This is an optimization exercise on Yosys and OpenROAD, whose aim is small area, a short achievable clock period and few clock cycles per item, not a production implementation.
Where RTL was checked, it was by simulation tests only, not by an equivalence proof against the original.

==> run a: inputs <==
## gen_pair
module gen_pair (
    input  wire        clk,
    input  wire        rst,           
    input  wire        load,
    input  wire [10:0] cfg_width,     
    input  wire [31:0] cfg_p0,
    input  wire [63:0] cfg_p1,
    input  wire [63:0] cfg_p2,
    output wire [1:0]  err,           
    input  wire        beat_ready,
    output wire        beat_valid,
    output wire [63:0] beat,
    output wire [31:0] beat_addr,
    output wire [31:0] beat_step
);
==> flow/config.mk <==
export PLATFORM = sky130hd
export DESIGN_NAME = gen_pair
export DESIGN_NICKNAME = gen_pair
export VERILOG_FILES = /design/flow/design.v
export SDC_FILE = /design/flow/constraint.sdc
export NUM_CORES = 4
export LEC_CHECK = 0
export ABC_AREA = 1
export CAP_MARGIN = 60
export CORE_MARGIN = 2
export CORE_UTILIZATION = 45
export PLACE_DENSITY = 0.6
export SLEW_MARGIN = 60
==> flow/constraint.sdc <==
create_clock -name core_clock -period 30.0 [get_ports {clk}]
set_input_delay 6.0000 -clock core_clock [delete_from_list [all_inputs] [get_ports {clk}]]
set_output_delay 6.0000 -clock core_clock [all_outputs]
set_load 0.01 [all_outputs]
run.sh (not shown) runs the stock make flow with config.mk's settings and CLKGATE_MAP_FILE= SYNTH_SCRIPT=/design/flow/synth_recipe.tcl, a recipe that flattens the netlist after the stock synthesis.
==> run b (differences from run a) <==
--- a/flow/design.v
+++ b/flow/design.v
@@ -29,12 +29,14 @@
     wire        d_aen      = cfg_p2[10];
     wire [9:0]  d_doff     = cfg_p2[20:11];
     wire [9:0]  d_dwm1     = cfg_p2[30:21];
     wire        d_den      = cfg_p2[31];
     wire [15:0] d_step     = cfg_p2[47:32];
     wire        d_inv      = cfg_p2[48];
+    wire [6:0]  d_abfull = {2'b0, d_colbits} + {2'b0, d_rowbits} + {4'b0, d_bankbits};
+    wire [5:0]  d_ab     = d_abfull[5:0];
     wire [6:0]  d_ab7 = {2'b0, d_colbits} + {2'b0, d_rowbits} + {4'b0, d_bankbits};
     wire [11:0] d_wa  = {1'b0, cfg_width} - {2'b0, d_aoff};
     wire [11:0] d_wd  = {1'b0, cfg_width} + {2'b11, ~d_doff} + {2'b11, ~d_dwm1} + 12'd1;
     wire        d_ca  = d_aen && (d_wa[11] || (d_wa[10:7] == 4'd0 && d_wa[6:0] < d_ab7));
     wire        d_cd  = d_den && d_wd[11];
     wire        d_gb  = (d_aord == {1'b0, GALLOP}) || (d_aord == {1'b0, BUTTERFLY});
@@ -103,30 +105,31 @@
     reg        shs;
     reg        sneg;      
     reg [31:0] x;
     reg [15:0] gj;
     reg        p;
     reg [31:0] an;
+    reg [31:0] lo;
     reg [30:0] hist;
     reg        ovalid;
     reg [63:0] obeat;
     reg [31:0] oaddr;
     reg [31:0] ostep;
     reg [7:0]  rep;
     reg        last;      
-    localparam [2:0] P_RUN = 3'd0, P_PRIME1 = 3'd1, P_PRIME2 = 3'd2,
+    localparam [2:0] P_RUN = 3'd0, P_PRIME1 = 3'd1, P_PRIME2 = 3'd2, P_PRIME3 = 3'd3,
                      P_DIV = 3'd5, P_NEG = 3'd6;
     reg [2:0]  phase;
     reg [3:0]  cnt;
     assign beat_valid = ovalid && !pend;
     assign beat       = obeat;
     assign beat_addr  = oaddr;
     assign beat_step  = ostep;
     wire xfer    = ovalid && !pend && beat_ready && !load;
-    wire adv_b   = (xfer && last) || (phase == P_PRIME2);    
-    wire adv_a   = adv_b || (phase == P_PRIME1);             
+    wire adv_b   = (xfer && last) || (phase == P_PRIME3);    
+    wire adv_a   = adv_b || (phase == P_PRIME1) || (phase == P_PRIME2);   
     wire [31:0] mask  = ~({32{1'b1}} << ab);
     wire is_gal = (aord == GALLOP);
     wire is_bf  = (aord == BUTTERFLY);
     wire [15:0] M = is_gal ? mask[15:0] : is_bf ? {10'd0, ab} : 16'd1;
     wire        c0    = p & sp;
     wire [16:0] m2    = {1'b0, gj} + {1'b0, sj} + {16'd0, c0};
@@ -162,20 +165,20 @@
             BUTTERFLY:  a = p ? xm : (xm ^ (32'd1 << gj[4:0]));
             default:    a = xm;
         endcase
     end
     wire c0b = (colbits != 5'd0) ? lo[0] : 1'b0;
     wire r0b = (rowbits != 5'd0) ? lo[colbits] : 1'b0;
-    wire [31:0] r1 = an | (an << ab);
+    wire [31:0] r1 = an | (an << ab);       
     wire [31:0] r2 = r1 | (r1 << {ab, 1'b0});
     wire [31:0] r3 = r2 | (r2 << {ab, 2'b0});
     wire [31:0] r4 = r3 | (r3 << {ab, 3'b0});
-    wire [31:0] lo  = r4 | (r4 << {ab, 4'b0});
+    wire [31:0] rlo = r4 | (r4 << {ab, 4'b0});
     reg  [5:0]  s32;      
     reg  [5:0]  s32c;
-    wire [31:0] rm  = {32{1'b1}} >> s32;
+    wire [31:0] rm  = {32{1'b1}} >> s32;    
     wire [31:0] rhi = ((lo >> s32) & rm) | ((lo << s32c) & ~rm);
     wire [63:0] addr_bits = {rhi, lo};
     wire [94:0] ext;
     generate
         for (g = 0; g < 31; g = g + 1) begin : g_hist
             assign ext[30 - g] = hist[g];
@@ -449,13 +452,14 @@
                     cnt   <= cnt + 4'd1;
                     if (cnt == 4'd14)
                         phase <= sneg ? P_NEG : P_PRIME1;
                 end
                 P_NEG:    phase <= P_PRIME1;
                 P_PRIME1: phase <= P_PRIME2;
-                P_PRIME2: begin
+                P_PRIME2: phase <= P_PRIME3;
+                P_PRIME3: begin
                     ovalid <= 1'b1;
                     phase  <= P_RUN;
                 end
                 default: ;
             endcase
         end
@@ -494,14 +498,16 @@
             x  <= commit ? ((w_aord == GALLOP) ? 32'd0 : w_start) : x_next;
             gj <= commit ? 16'd0 : gj_next;
             p  <= commit ? 1'b0 : p_next;
         end
     end
     always @(posedge clk) begin
-        if (adv_a)
+        if (adv_a) begin
             an <= a;
+            lo <= rlo;
+        end
     end
     always @(posedge clk) begin
         if (commit)
             hist <= w_prbs;
         else if (adv_b)
             hist <= hist_next;
==> flow/flow/run.sh (new file) <==
#!/bin/bash
# Layout flow: the standard flow (standard.sh) unchanged except for two
# optimisation settings. The clock, its period and the I/O constraints are
# the design's; every port still gets a buffer.
#  - the timing repair keeps a larger setup margin, so that it sizes and
#    buffers the longest paths instead of stopping once the 30 ns clock is met;
#  - the port buffers are buf_4 cells instead of the delay cells picked by
#    default.
export SETUP_SLACK_MARGIN=22.5
export BUFFER_PORTS_ARGS="-buffer_cell sky130_fd_sc_hd__buf_4"
bash standard.sh > standard.log 2>&1
==> flow/standard.sh (new file) <==
#!/bin/bash
# synth_recipe.tcl (not shown) runs the flow's synth.tcl, then flattens the netlist and writes it again
# the make line also repeats each setting of config.mk as NAME=value (left out here)
make -C /OpenROAD-flow-scripts/flow DESIGN_CONFIG=/design/flow/config.mk WORK_HOME=/design/flow/orfs CLKGATE_MAP_FILE= SYNTH_SCRIPT=/design/flow/synth_recipe.tcl "${@:-finish}"
removed: flow/run.sh
==> impl_metrics.env <==
export IMPL_drt_initial_drc_count=12100
export IMPL_buffer_area_share_pct=6.56
export IMPL_reg2reg_depth=39
export IMPL_status="timing/DRC/antenna clean"
export IMPL_placed_cell_area_sq_mm=0.0652
export IMPL_sh_seq_area_pct=20.8
That was run a.
==> impl_metrics.env <==
export IMPL_status="timing/DRC/antenna clean"
export IMPL_drt_initial_drc_count=10500
export IMPL_p_comb_w=0.00321
export IMPL_synth_seq_cells=534
export IMPL_reg2reg_depth=32
export IMPL_buffer_area_share_pct=5.51
That was run b.
Testbench counts of run a, summed over its fixed seeds: cycles 51,038, beats 48,947.
Function not checked in run b: the RTL went through the layout flow alone.

[afterwards: timing with drivers on the ports]
In the flow no input, the clock included, has a driving cell. The finished layouts below were timed again as built, in two steps. Step 1 (the two cells are an assumption about what drives the block):
set clk [get_ports {clk}]
set_driving_cell -lib_cell sky130_fd_sc_hd__clkbuf_16 $clk
set_driving_cell -lib_cell sky130_fd_sc_hd__buf_2 [delete_from_list [all_inputs] $clk]
Step 2 times the ports against the registers' clock, not the clock port: input delays grow and output delays shrink by t, the midpoint of the rising clock arrivals with the driver on. Slacks: no drivers / after step 1 / after step 2; pairs: no drivers / after step 1.
run | shift t [ns] | setup slack, ns | worst setup path at the end | worst slew at a driven data input, ns
run a | 0.781 | 21.001 / 21.067 / 20.286 | input to register | 0.09
run b | 0.768 | 21.534 / 21.591 / 20.823 | input to register | 0.06
After both steps setup and hold are still met in every run listed. The setup slack of run a, which loses most, moves by +0.066 ns with the drivers and by -0.715 ns with both steps.
